This is an optimization exercise on Yosys and OpenROAD, whose aim is small area and a short achievable clock period, not a production implementation.
No run shown here included a check of the RTL's function; only the layout flow was run.

## flow/design.v (module list and top-level ports; edited modules follow where they fit)
// module wk512_munit: 1877 lines
module wk512_munit (
    input  wire        clk,
    input  wire        rst,         
    input  wire        in_valid,
    input  wire        in_short,
    input  wire [6:0]  in_opc,
    input  wire [4:0]  in_dst,
    input  wire [4:0]  in_src,
    input  wire [31:0] in_a,
    input  wire [31:0] in_b,
    input  wire        in_chain,
    output reg         g3_wen,
    output reg  [4:0]  g3_dst,
    output reg  [31:0] g3_data,
    output reg         g1_wen,
    output reg  [4:0]  g1_dst,
    output reg  [31:0] g1_data,
    output reg  [63:0] ac0,
    output reg  [63:0] ac1
);
  // ...
==> flow/run.sh <==
#!/bin/bash
# synth_recipe.tcl (not shown) runs the flow's synth.tcl, then flattens the netlist and writes it again
# the make line also repeats each setting of config.mk as NAME=value (left out here)
make -C /OpenROAD-flow-scripts/flow DESIGN_CONFIG=/design/flow/config.mk WORK_HOME=/design/flow/orfs CLKGATE_MAP_FILE= SYNTH_SCRIPT=/design/flow/synth_recipe.tcl finish
==> flow/config.mk <==
export PLATFORM = sky130hd
export DESIGN_NAME = wk512_munit
export DESIGN_NICKNAME = wk512_munit
export VERILOG_FILES = /design/flow/design.v
export SDC_FILE = /design/flow/constraint.sdc
export NUM_CORES = 4
export LEC_CHECK = 0
export CAP_MARGIN = 20
export CORE_MARGIN = 2
export CORE_UTILIZATION = 30
export PLACE_DENSITY = 0.45
export SETUP_SLACK_MARGIN = 5
export SLEW_MARGIN = 20
==> flow/constraint.sdc <==
create_clock -name core_clock -period 11.5 [get_ports {clk}]
set_input_delay 2.3000 -clock core_clock [delete_from_list [all_inputs] [get_ports {clk}]]
set_output_delay 2.3000 -clock core_clock [all_outputs]
set_load 0.01 [all_outputs]
==> summary.md, run 1 <==
In this run the worst hold path is classified as reg -> reg. By count the netlist is led by 625 x sky130_fd_sc_hd__nand2_1, 596 x sky130_fd_sc_hd__dfxtp_1, 561 x sky130_fd_sc_hd__inv_1. 4692 cells are multi-input combinational gates.

Summing all multi-input logic gate instances after layout gives 39700 um^2. For this run, the slowest stage of the critical path takes 0.69 ns. The run gives 93 as the count of cell types in the netlist.

The critical path goes through inv_1 > a21oi_2 > buf_6 > nor2_1 > fa_1 > ha_1 > nand2_1 > nor4_4 > nand3_1 > o21bai_1 > a22oi_2 > o311ai_4 > buf_4 > nand2_4 > buf_4 > o21ai_0 > mux2i_1. The row count was 158; the number of nets in the finished design was 7127. The finished cells cover 63500 um^2.

By area, the combinational part of the netlist is dominated by adder cells. Summed over all instances, the cell type with the most area after synthesis is sky130_fd_sc_hd__dfxtp_1. The detailed router finished its first iteration with 5674 violations. In the routed layout, each cell is associated on average with a via count of 5.70. The number of enable flip-flop cells after synthesis was 0. Global routing's busiest layer: met2.

The via count of the first global-routing pass came out at 50300. The tools report the worst min-delay path endpoint as s2_idx. The most numerous cell type found on the critical path is sky130_fd_sc_hd__buf_4.

In the global route stage, overall resource usage came out at 28.4%. Summing the areas of all compound-gate instances in the mapped netlist gives 19.4% of the synthesized area. In this run the most critical hold path is launched from s1_idx. The flow ran to the end and the layout has no timing, DRC or antenna violations. TritonCTS built the clock tree. The placed instances occupy a cell area of 60900 um^2. The tools report the total clock buffers created by CTS as 75. Broken down by cell family, the worst path's largest delay share belongs to simple AND/OR/NAND/NOR gates.
==> inputs of run 2 (changes only) <==
--- a/flow/design.v
+++ b/flow/design.v
@@ -1804,48 +1804,47 @@
     wire fs1031 = fc910 ^ fs911 ^ pp14_32;
     wire fc1032 = (fc910 & fs911) | (fc910 & pp14_32) | (fs911 & pp14_32);
     wire fs1033 = fc912 ^ pp16_30 ^ nc16;
     wire fc1034 = (fc912 & pp16_30) | (fc912 & nc16) | (pp16_30 & nc16);
     wire fs1035 = pps15 ^ pp16_31 ^ pp15_32;
     wire fc1036 = (pps15 & pp16_31) | (pps15 & pp15_32) | (pp16_31 & pp15_32);
     wire [64:0] pr0 = {fc1036, fc1034, fc1032, fc1030, fc1028, fc1026, fc1024, fc1022, fc1020, fc1018, fc1016, fc1014, fc1012, fc1010, fc1008, fc1006, fc1004, fc1002, fc1000, fc998, fc996, fc994, fc992, fc990, fc988, fc986, fc984, fc982, fc980, fc978, fc976, fc974, fc972, fc970, fc968, fc966, fc964, fc962, fc960, fc958, fc956, fc954, fc952, fc950, fc948, fc946, fc944, fc942, fc940, fc938, fc936, fc934, fc932, fc930, fc928, fc926, fc924, fc922, fc920, fc918, hc916, hc914, hs913, pp0_1, pp0_0};
     wire [64:0] pr1 = {1'b1, fs1035, fs1033, fs1031, fs1029, fs1027, fs1025, fs1023, fs1021, fs1019, fs1017, fs1015, fs1013, fs1011, fs1009, fs1007, fs1005, fs1003, fs1001, fs999, fs997, fs995, fs993, fs991, fs989, fs987, fs985, fs983, fs981, fs979, fs977, fs975, fs973, fs971, fs969, fs967, fs965, fs963, fs961, fs959, fs957, fs955, fs953, fs951, fs949, fs947, fs945, fs943, fs941, fs939, fs937, fs935, fs933, fs931, fs929, fs927, fs925, fs923, fs921, fs919, fs917, hs915, s1_bn[1], 1'b0, s1_bn[0]};
-    reg        s2_v, s2_acw, s2_idx, s2_chain, s2_sat, s2_hi, s2_m16;
+    wire [48:0] mx  = pr0[64:16];
+    wire [48:0] my  = pr1[64:16];
+    wire        c16 = |(pr0[15:0] | pr1[15:0]);
+    wire        ex  = mx[48] | my[48] | mx[47];
+    wire        ey  = mx[48] & my[48] & mx[47];
+    wire [64:0] e2_x = s1_m16 ? {{16{ex}}, mx} : pr0;
+    wire [64:0] e2_y = s1_m16 ? {{16{ey}}, my} : pr1;
+    reg        s2_v, s2_acw, s2_idx, s2_chain, s2_sat, s2_hi, s2_cin;
     reg [4:0]  s2_dst;
     reg [64:0] s2_ps, s2_pc;    
     reg [63:0] s2_acc;
     always @(posedge clk) begin
         if (rst) begin
             s2_v <= 1'b0;
         end else begin
             s2_v <= s1_v;
         end
         s2_acw   <= s1_acw;
         s2_idx   <= s1_idx;
         s2_chain <= s1_chain;
         s2_sat   <= s1_sat;
         s2_hi    <= s1_hi;
-        s2_m16   <= s1_m16;
+        s2_cin   <= s1_m16 & c16;
         s2_dst   <= s1_dst;
-        s2_ps    <= pr0;
-        s2_pc    <= pr1;
+        s2_ps    <= e2_x;
+        s2_pc    <= e2_y;
     end
-    wire [48:0] mx  = s2_ps[64:16];
-    wire [48:0] my  = s2_pc[64:16];
-    wire        c16 = |(s2_ps[15:0] | s2_pc[15:0]);
-    wire        ex  = mx[48] | my[48] | mx[47];
-    wire        ey  = mx[48] & my[48] & mx[47];
-    wire [64:0] op_x = s2_m16 ? {{16{ex}}, mx} : s2_ps;
-    wire [64:0] op_y = s2_m16 ? {{16{ey}}, my} : s2_pc;
-    wire        cin  = s2_m16 & c16;
     wire [64:0] op_b  = {s2_acc[63], s2_acc};
-    wire [64:0] csa_s = op_b ^ op_x ^ op_y;
-    wire [64:0] csa_c = (op_b & op_x) | (op_b & op_y) | (op_x & op_y);
-    wire [64:0] sum   = csa_s + {csa_c[63:0], cin};
+    wire [64:0] csa_s = op_b ^ s2_ps ^ s2_pc;
+    wire [64:0] csa_c = (op_b & s2_ps) | (op_b & s2_pc) | (s2_ps & s2_pc);
+    wire [64:0] sum   = csa_s + {csa_c[63:0], s2_cin};
     wire        ovf   = sum[64] ^ sum[63];
     wire [63:0] acc_res = (s2_sat && ovf) ? {sum[64], {63{!sum[64]}}} : sum[63:0];
     wire acc3_we = s2_v && s2_acw;
     wire acc1_we = in_valid && d_wr;
     always @(posedge clk) begin
         s2_acc <= s1_chain ? acc_res : s1_acc;
         if (rst) begin
             ac0     <= 64'd0;
==> flow/flow/run.sh (new file) <==
#!/bin/bash
set -euo pipefail
export SETUP_SLACK_MARGIN=6
bash standard.sh > standard_flow.log 2>&1
==> flow/standard.sh (new file) <==
#!/bin/bash
# synth_recipe.tcl (not shown) runs the flow's synth.tcl, then flattens the netlist and writes it again
# the make line also repeats each setting of config.mk as NAME=value (left out here)
make -C /OpenROAD-flow-scripts/flow DESIGN_CONFIG=/design/flow/config.mk WORK_HOME=/design/flow/orfs CLKGATE_MAP_FILE= SYNTH_SCRIPT=/design/flow/synth_recipe.tcl "${@:-finish}"
==> flow/config.mk (replaced) <==
export PLATFORM = sky130hd
export DESIGN_NAME = wk512_munit
export DESIGN_NICKNAME = wk512_munit
export VERILOG_FILES = /design/flow/design.v
export SDC_FILE = /design/flow/constraint.sdc
export NUM_CORES = 4
export LEC_CHECK = 0
export CAP_MARGIN = 20
export CORE_MARGIN = 2
export CORE_UTILIZATION = 30
export PLACE_DENSITY = 0.45
export SLEW_MARGIN = 20
removed: flow/run.sh
==> run 2 against run 1 <==
  * Still clean on timing, DRC and antenna
  * Critical path depth up 1
  * First-iteration DRC count up 10%
  * Synthesized cell count up 1.9%
  * Worst setup slack better by 0.43 ns
  * Design area up 0.34%
  * Clock skew up 0.0051 ns
  * Count of clock-buffer cells in the layout down 4
  * Final cell count up 1.3%
  * Worst hold slack about the same
  * Critical path type is now reg -> out
==> summary.md, run 2 <==
The most repeated library cell on the critical path was sky130_fd_sc_hd__and3_4. The floorplan step defined a die boundary enclosing 191000 um^2. The delay of the slowest cell on the worst path works out to 0.32 ns (-0.37 ns). Predominant post-synthesis flop cell: sky130_fd_sc_hd__dfxtp_1. In the post-synthesis netlist, the cell with the most instances is sky130_fd_sc_hd__nand2_1.

The cell count after synthesis is 6608. The number of nets still failing antenna checks after routing was 0. Entering global routing, the biggest net connects 88 pins. Width of the chip: 437 um.

Of all cell types, the one taking the most synthesized area is sky130_fd_sc_hd__dfxtp_1. The fill cell instance count of the final layout is 19600, and the net count of the mapped netlist is 7345. The number of I/O pins came out at 290.

The initial antenna violation count came out at 42. In the final layout, the registers with the most flip-flops are s2_pc (65), s2_ps (65). For this design, the sink count on the clock tree is 598. In the routed design, unresolved DRC markers number 0. The number of H-tree levels was 3. The count of state elements after synthesis works out to 598. Along the worst path, the maximum fanout reaches 6. Including well taps, the total number of placed cells is 8889.

STA classifies the critical path endpoint as an output port. The number of hold violations in the final report is 0. The worst hold path belongs to the class reg -> reg. The total non-filler cell area in the finished layout is 63700 um^2 (+0.34%). The placed standard-cell area is 61100 um^2 (+0.31%), and the die span in y is 437 um.

The library cells used most frequently in the layout, excluding fill and tap cells, are 695 x sky130_fd_sc_hd__nand2_1, 576 x sky130_fd_sc_hd__dfxtp_1, 552 x sky130_fd_sc_hd__inv_1. Smallest hold slack: 0.326 ns. The routed length per placed instance is 30.7 um.

For the sum of routed wire segments on met1, the log shows 117 mm. The library cell used most frequently in the layout, excluding fill and tap cells, is sky130_fd_sc_hd__nand2_1. Global routing finished with a remaining overflow of 0. The worst setup path is launched from a register. Routed signal wires occupy layers up through met5.

The combined global-route utilization of all metal layers came out at 28.4% (-0.031 points). STA puts the critical path data arrival time at 3.57 ns. The tools report the post-placement worst setup slack as 4.94 ns. The normalized max-slew margin is 12.1%.

TritonCTS built the clock tree. The average instance in the mapped netlist occupies 8.52 um^2. The longest clock path from root to sink contains 3 buffers. Of the synthesized area, sequential elements account for 21.3%. The region available for standard cell placement spans 186000 um^2.

By area the synthesized netlist is led by sky130_fd_sc_hd__dfxtp_1 21%, sky130_fd_sc_hd__fa_1 19%, sky130_fd_sc_hd__a22oi_1 6.9%. After layout, the worst path uses 51.1% of the clock period. The first global-routing pass estimated 393 mm of wire. The final sum of negative setup slack is 0 ns. Walking the worst path, the cells encountered are and3_4 > and3_4 > nand4_1 > nor2_2 > and3_4 > nand3_2 > o41a_1 > ha_2 > ha_2 > nand3_4 > nor2_4 > nand2_2 > nor2_2 > nand3_1 > xnor2_1 > nor2_1 > nor2_1 > buf_2.

The total clock buffers created by CTS is 68 (-9.3%), and the number of enable flip-flop cells after synthesis is 0 (unchanged). After synthesis, the most frequently instantiated cells are 708 x sky130_fd_sc_hd__nand2_1, 598 x sky130_fd_sc_hd__dfxtp_1, 556 x sky130_fd_sc_hd__inv_1. The tools report the hold buffer count at CTS as 0.

Area added between synthesis and finish: 13.2%. The run gives 170 MHz as the maximum achievable frequency. The tools report the number of pins exceeding their max-slew limit in the final report as 0. For the final core area utilization, the log shows 34.3%. At the pin with the least slew margin, the transition time is 1.31 ns.

The total of warnings raised by yosys is 1. The proportion of layout cells with a drive suffix above 1 is 10.7%. The count of buffers added on input and output ports is 285. After the flow finishes, the layout carries non-filler instances totaling 9054.

Setup repair after global routing could not meet its margin everywhere. After synthesis the cells add up to 56300 um^2. The final critical path time including I/O delays and setup works out to 5.87 ns. The proportion of netlist area held by the largest area contributor is 21.3%, and the row count is 158 (unchanged). The run finished with no timing, DRC or antenna violations.

The buffering stage count on the worst path with inverters included is 1. Via-per-instance ratio: 5.72 (+0.26%). The total of endpoints with negative setup slack in the final report is 0. On the critical path the largest part of the delay comes from simple AND/OR/NAND/NOR gates.

After detailed routing, the total wire length is 278 mm. Across all layers, the routed design uses 51700 vias. For the count of cell types in the netlist, the log shows 90 (-3.2%). The logs give 0.955 for the last weighted congestion value of the routability-driven placer and 51000 (+1.4%) for the via count of the first global-routing pass.

Summed over all nets, the half-perimeter wirelength after detailed placement is 206 mm. Across all setup checks in the final design, the least slack found is 5.63 ns. Category of the critical setup timing path: reg -> out. For the number of nets in the finished design, the log shows 7242 (+1.6%).

The slowest stage cell on the critical path was sky130_fd_sc_hd__dfxtp_2. The tools report the violation count after the first detailed-route iteration as 6248 (+10%). The register clock-pin slew on the reported worst setup and hold paths works out to 0.05 ns.

The proportion of register bits with asynchronous set or reset after synthesis was 0%; the largest clock skew in the final design was 0.0417 ns. Clock latency reported for the late side of the worst-skew pair: 0.69 ns. Wire segments on met2 add up to 121 mm in the final route.

Detailed routing placed a total of 24.0 mm of wire on met3. The run gives 30.3% as the initial standard-cell utilization of the core. The worst path required time is 9.20 ns. The tree is rooted in a sky130_fd_sc_hd__clkbuf_16. The first detailed-routing pass ran for 8 iterations. The number of maximum-capacitance constraint violations is 0.
-- run 2: cell count changes after synthesis, sizes merged, moves of 12 or more --
cell	before	now
xor2	321	302
o211ai	65	20
and3	23	38
o21ai	282	325
a21oi	345	403
mux2i	166	143
o22ai	54	26
a221oi	37	73
nand2	628	712
a21o	60	41
nand3	29	41
a211oi	56	25
-- run 2: worst paths after layout --
check	start	to	slack (ns)	cells after the start
min	s1_idx	s2_idx	0.33	0
max	r1_w[20]	g1_data[28]	5.63	18
max reg2reg	s2_ps[0]	s2_acc[40]	6.05	15
min reg2reg	s1_idx	s2_idx	0.33	0
-- run 2: what timing repair did --
| item | in CTS | in global routing |
|---|---|---|
| buffers inserted | 19 | 5 |
| pin swaps | 26 | 25 |
| hold endpoints to repair | 0 | 0 |
| cloned | 0 | 1 |
| setup endpoints to repair | 114 | 184 |
| gates resized for setup | 161 | 37 |
-- run 2: logic make-up (layout without fill, tap and decap cells) --
family,Yosys count,in the layout,share of synthesized area (%)
muxes,349,349,7.85
adders and majority gates,651,651,21.6
and+or+nand+nor,1496,1497,11.5
other,0,17,0
AOI/OAI and AO/OA,1641,1641,19.2
xor gates and xnor gates,666,666,10.4
DFF,598,598,21.3
buffers and inverters,1207,1155,8.22
-- run 2: cell type report --
class                      instances  area (um^2)  share of cell area [%]
clock inverter                    29          387                   0.607
timing repair buffer             471         4150                    6.50
antenna                           17         42.5                  0.0667
sequential                       598        12000                    18.8
multi-input combinational       4804        40000                    62.8
tap                             2480         3100                    4.87
clock buffer                      93         1920                    3.01
inverter                         562         2120                    3.32
-- run 2: per-layer routing --
metal	global-route usage, %	up-vias
li1	-	22100
met1	39.0	26300
met2	43.1	2790
met3	4.97	541
met4	13.3	28
met5	0	-
==> inputs of run 3 (changes only) <==
==> flow/flow/run.sh (replaced) <==
#!/bin/bash
set -euo pipefail
export SETUP_SLACK_MARGIN=7
bash standard.sh > standard_flow.log 2>&1
==> run 3 against run 2 <==
  * Utilization increased by 3.8 points
  * Synthesized cell count did not move
  * Synthesized area is the same
  * Fmax rose by 0.59%
  * Design area grew 11%
==> summary.md, run 3 <==
The commonest cells after synthesis are 708 x sky130_fd_sc_hd__nand2_1, 598 x sky130_fd_sc_hd__dfxtp_1, 556 x sky130_fd_sc_hd__inv_1. The count of state elements after synthesis works out to 598 (unchanged). The port buffer count is 285 (unchanged), and the number of maximum-capacitance constraint violations is 0 (unchanged). The number of nets in the finished design came out at 7510 (+3.7%). The proportion of register bits with asynchronous set or reset after synthesis works out to 0% (unchanged).

The normalized max-slew margin came out at 9.96% (-2.1 points). The final sum of negative setup slack was 0 ns (unchanged); the arrival time at the worst endpoint was 3.54 ns (-0.03 ns). STA classifies the critical path startpoint as a register. The run gives 90 (unchanged) as the count of cell types in the netlist. The predominant post-synthesis flop cell is sky130_fd_sc_hd__dfxtp_1. TritonCTS built the clock tree. The most common cell after layout, fill and taps aside was sky130_fd_sc_hd__nand2_1. The min-delay analysis places its worst path in the category reg -> reg. The largest net degree at the start of global routing was 86 (-2.3%); the total non-filler cell area in the finished layout was 70800 um^2 (+11%). The proportion of layout cells with a drive suffix above 1 was 21.3% (+11 points). The area growth from synthesis to layout is 25.8%. For the net count of the mapped netlist, the log shows 7345 (unchanged). The violation count after the first detailed-route iteration came out at 7047 (+13%).

Kind of capture point of the worst setup path: an output port. Via count of the first global-routing pass: 52900 (+3.7%). The maximum fanout along the worst path came out at 8 (+2). The total clock sinks is 598 (unchanged). Setup repair after global routing could not meet its margin everywhere. The routed length per placed instance works out to 32.8 um (+6.8%). The floorplan die area is 191000 um^2 (unchanged), and the number of iterations in the first detailed-routing pass is 6 (-2).

The run finished with no timing, DRC or antenna violations. The ratio of final minimum period to clock period is 50.8% (-0.30 points). The placeable core area was 186000 um^2 (unchanged); the total grt overflow was 0 (unchanged). Worst reg-to-reg setup slack: 6.74 ns (+0.69 ns). For the total of endpoints with negative setup slack in the final report, the log shows 0 (unchanged).

The wire length of the first global-routing pass was 418 mm (+6.3%). The fraction of the yosys area taken by sequential cells was 21.3% (unchanged). The cell count after synthesis was 6608 (unchanged); the number of H-tree levels was 3 (unchanged). The combined global-route utilization of all metal layers was 30.5% (+2.2 points). The via-per-instance ratio was 5.81 (+1.7%); the worst-margin pin slew was 1.35 ns (+0.0409 ns). The number of enable flip-flop cells after synthesis is 0 (unchanged), and the number of pins exceeding their max-slew limit in the final report is 0 (unchanged). The mean cell area of the mapped netlist was 8.52 um^2 (unchanged). Worst min-delay path endpoint: s2_acw. The placed standard-cell area was 61200 um^2 (+0.27%). The most common cell in the synthesized netlist is sky130_fd_sc_hd__nand2_1. The last weighted congestion value of the routability-driven placer came out at 0.960 (+0.46%).

Yosys attributes the largest share of cell area to sky130_fd_sc_hd__dfxtp_1 21%, sky130_fd_sc_hd__fa_1 19%, sky130_fd_sc_hd__a22oi_1 6.9%. The width of the chip is 437 um (unchanged), and the hold buffer count at CTS is 0 (unchanged). Final critical path time including I/O delays and setup: 5.84 ns (-0.0346 ns). The tools report the maximum buffer depth of the clock tree as 3 (unchanged). Number of nets still failing antenna checks after routing: 0 (unchanged). Cell count of the worst hold path: 0 (unchanged). In the layout the commonest cells are 682 x sky130_fd_sc_hd__nand2_1, 524 x sky130_fd_sc_hd__dfxtp_1, 505 x sky130_fd_sc_hd__inv_1. The tools report the number of I/O pins as 290 (unchanged). The worst reg-to-reg path cell count works out to 15 (unchanged). The die span in y was 437 um (unchanged); the synthesized cell area was 56300 um^2 (unchanged).

The row count is 158 (unchanged). Post-route DRC violation count: 0 (unchanged). The run gives 0 (unchanged) as the number of hold violations in the final report. The largest clock skew in the final design came out at 0.0572 ns (+0.0155 ns). The final routed wirelength across all metal layers is 306 mm (+10%), and the total clock buffers created by CTS is 69 (+1.5%).

sky130_fd_sc_hd__dfxtp_1 takes more of the synthesized area than any other cell. Clock latency reported for the late side of the worst-skew pair: 0.69 ns (about the same). The largest registers in the layout are s2_pc (65), s2_ps (65). The worst path required time came out at 9.20 ns (about the same). The beginning of the worst register-to-register path is s1_bo[8]. The maximum achievable frequency was 171 MHz (+0.59%); the register clock-pin slew on the reported worst setup and hold paths was 0.06 ns (about the same). The run gives 207 mm (+0.73%) as the half-perimeter wire length after detailed placement.

The critical path in this run is classified as reg -> out. For the initial antenna violation count, the log shows 38 (-9.5%). The via count is 54200 (+4.7%). The end of the worst register-to-register path was s2_pc[40]. The total of warnings raised by yosys is 1 (unchanged). CTS placed an instance of sky130_fd_sc_hd__clkbuf_16 at the clock tree root. The initial standard-cell utilization of the core was 30.3% (unchanged).

Start point of the worst hold path: s1_acw. The proportion of netlist area held by the largest area contributor works out to 21.3% (unchanged).
-- run 3: cell counts after synthesis --
Identical to the previous run, type by type.
-- run 3: worst max-delay path: stages, from the launching register on --
cell and delay [ns]:
sky130_fd_sc_hd__dfxtp_2 0.33, sky130_fd_sc_hd__and3_4 0.19, sky130_fd_sc_hd__and3_4 0.19, sky130_fd_sc_hd__nand4_1 0.13, sky130_fd_sc_hd__nor2_2 0.17, sky130_fd_sc_hd__and3_4 0.20, sky130_fd_sc_hd__nand3_2 0.07, sky130_fd_sc_hd__o41a_1 0.38
sky130_fd_sc_hd__ha_4 0.20, sky130_fd_sc_hd__and4_4 0.17, sky130_fd_sc_hd__nor2b_4 0.13, sky130_fd_sc_hd__and2_4 0.19, sky130_fd_sc_hd__a21o_1 0.18, sky130_fd_sc_hd__a21oi_1 0.13, sky130_fd_sc_hd__nor2_1 0.05, sky130_fd_sc_hd__buf_2 0.15
-- run 3: cell families (layout without fill, tap and decap cells) --
kind of cell,after synthesis,in the layout,synth area share (%)
multiplexers,349,349,7.85
buffers and inverters,1207,1419,8.22
XOR/XNOR,666,666,10.4
AO/OA/AOI/OAI,1641,1641,19.2
flip-flops,598,598,21.3
adder cells (fa/ha/maj),651,651,21.6
AND/OR/NAND/NOR,1496,1503,11.5
other,0,19,0
-- run 3: area by class of cell --
cell class,instances,area (um^2)
diodes,19,47.5
inverters,562,2180
well taps,2480,3100
clock buffers,90,1960
repair inverters,2,20.0
multi-input cells,4810,42200
fillers,18800,115000
flip-flops and latches,598,12200
clock inverters,35,444
repair buffers,730,8670
-- run 3: worst max path at each step --
| stage | from | endpoint | slack (ns) | cells after the start |
|---|---|---|---|---|
| after floorplan | r1_w[18] | g1_data[25] | 6.49 | 16 |
| after global placement | in_opc[2] | ac0[8] | 5.10 | 13 |
| after detailed placement | in_opc[1] | ac0[35] | 5.07 | 14 |
| after CTS | r1_w[18] | g1_data[28] | 5.57 | 18 |
| after global routing | r1_w[18] | g1_data[24] | 5.50 | 18 |
| final | r1_w[18] | g1_data[29] | 5.66 | 15 |
-- run 3: repair_timing --
item / CTS / global route
pin swaps: 149 / 241
cloned: 44 / 17
setup buffers: 127 / 101
gates resized for setup: 718 / 394
endpoints found under the setup margin: 464 / 363
-- run 3: metal layers --
metal	vias up	global-route usage, %	routed length [um]	share of wire, %
met5	-	0	149	0.049
met4	24	16.5	19600	6.4
met3	732	6.75	31500	10
met2	3463	45.4	131000	43
met1	27300	41.0	124000	40
li1	22700	-	-	-
-- run 3: metrics by stage --
step,hold slack (ns),setup slack [ns],std cells,utilization [%]
final,0.322,5.66,9326,38.1
after global routing,0.330,5.50,9311,38.0
after CTS,0.324,5.57,9189,36.6
after detailed placement,0.313,5.07,8893,32.9
after global placement,0.310,5.10,8893,32.9
after floorplan,0.310,6.49,6608,-

[what the ideal ports hide]
No port has a modelled driver above. Below, the same layouts with a new extraction and two added sets of constraints.
Step 1, drivers: a clkbuf_16 drives clk and a buf_2 each remaining input, both assumed.
Step 2 also shifts input and output timing later by t, the mid clock arrival at the registers, as if the neighbouring blocks saw the same clock.
Slacks: no drivers / after step 1 / after step 2; pairs: no drivers / after step 1.
run	t (ns)	slack for setup (ns)	slew at the worst register clock pin (ns)
run 1	0.770	5.194 / 5.110 / 4.696	0.07 / 0.07
run 2	0.750	5.627 / 5.540 / 5.367	0.07 / 0.07
run 3	0.752	5.662 / 5.576 / 6.220	0.07 / 0.07
After both steps setup and hold are still met in every run listed. For run 1, which loses most, drivers alone change the setup slack by -0.084 ns; drivers and shift together by -0.498 ns.
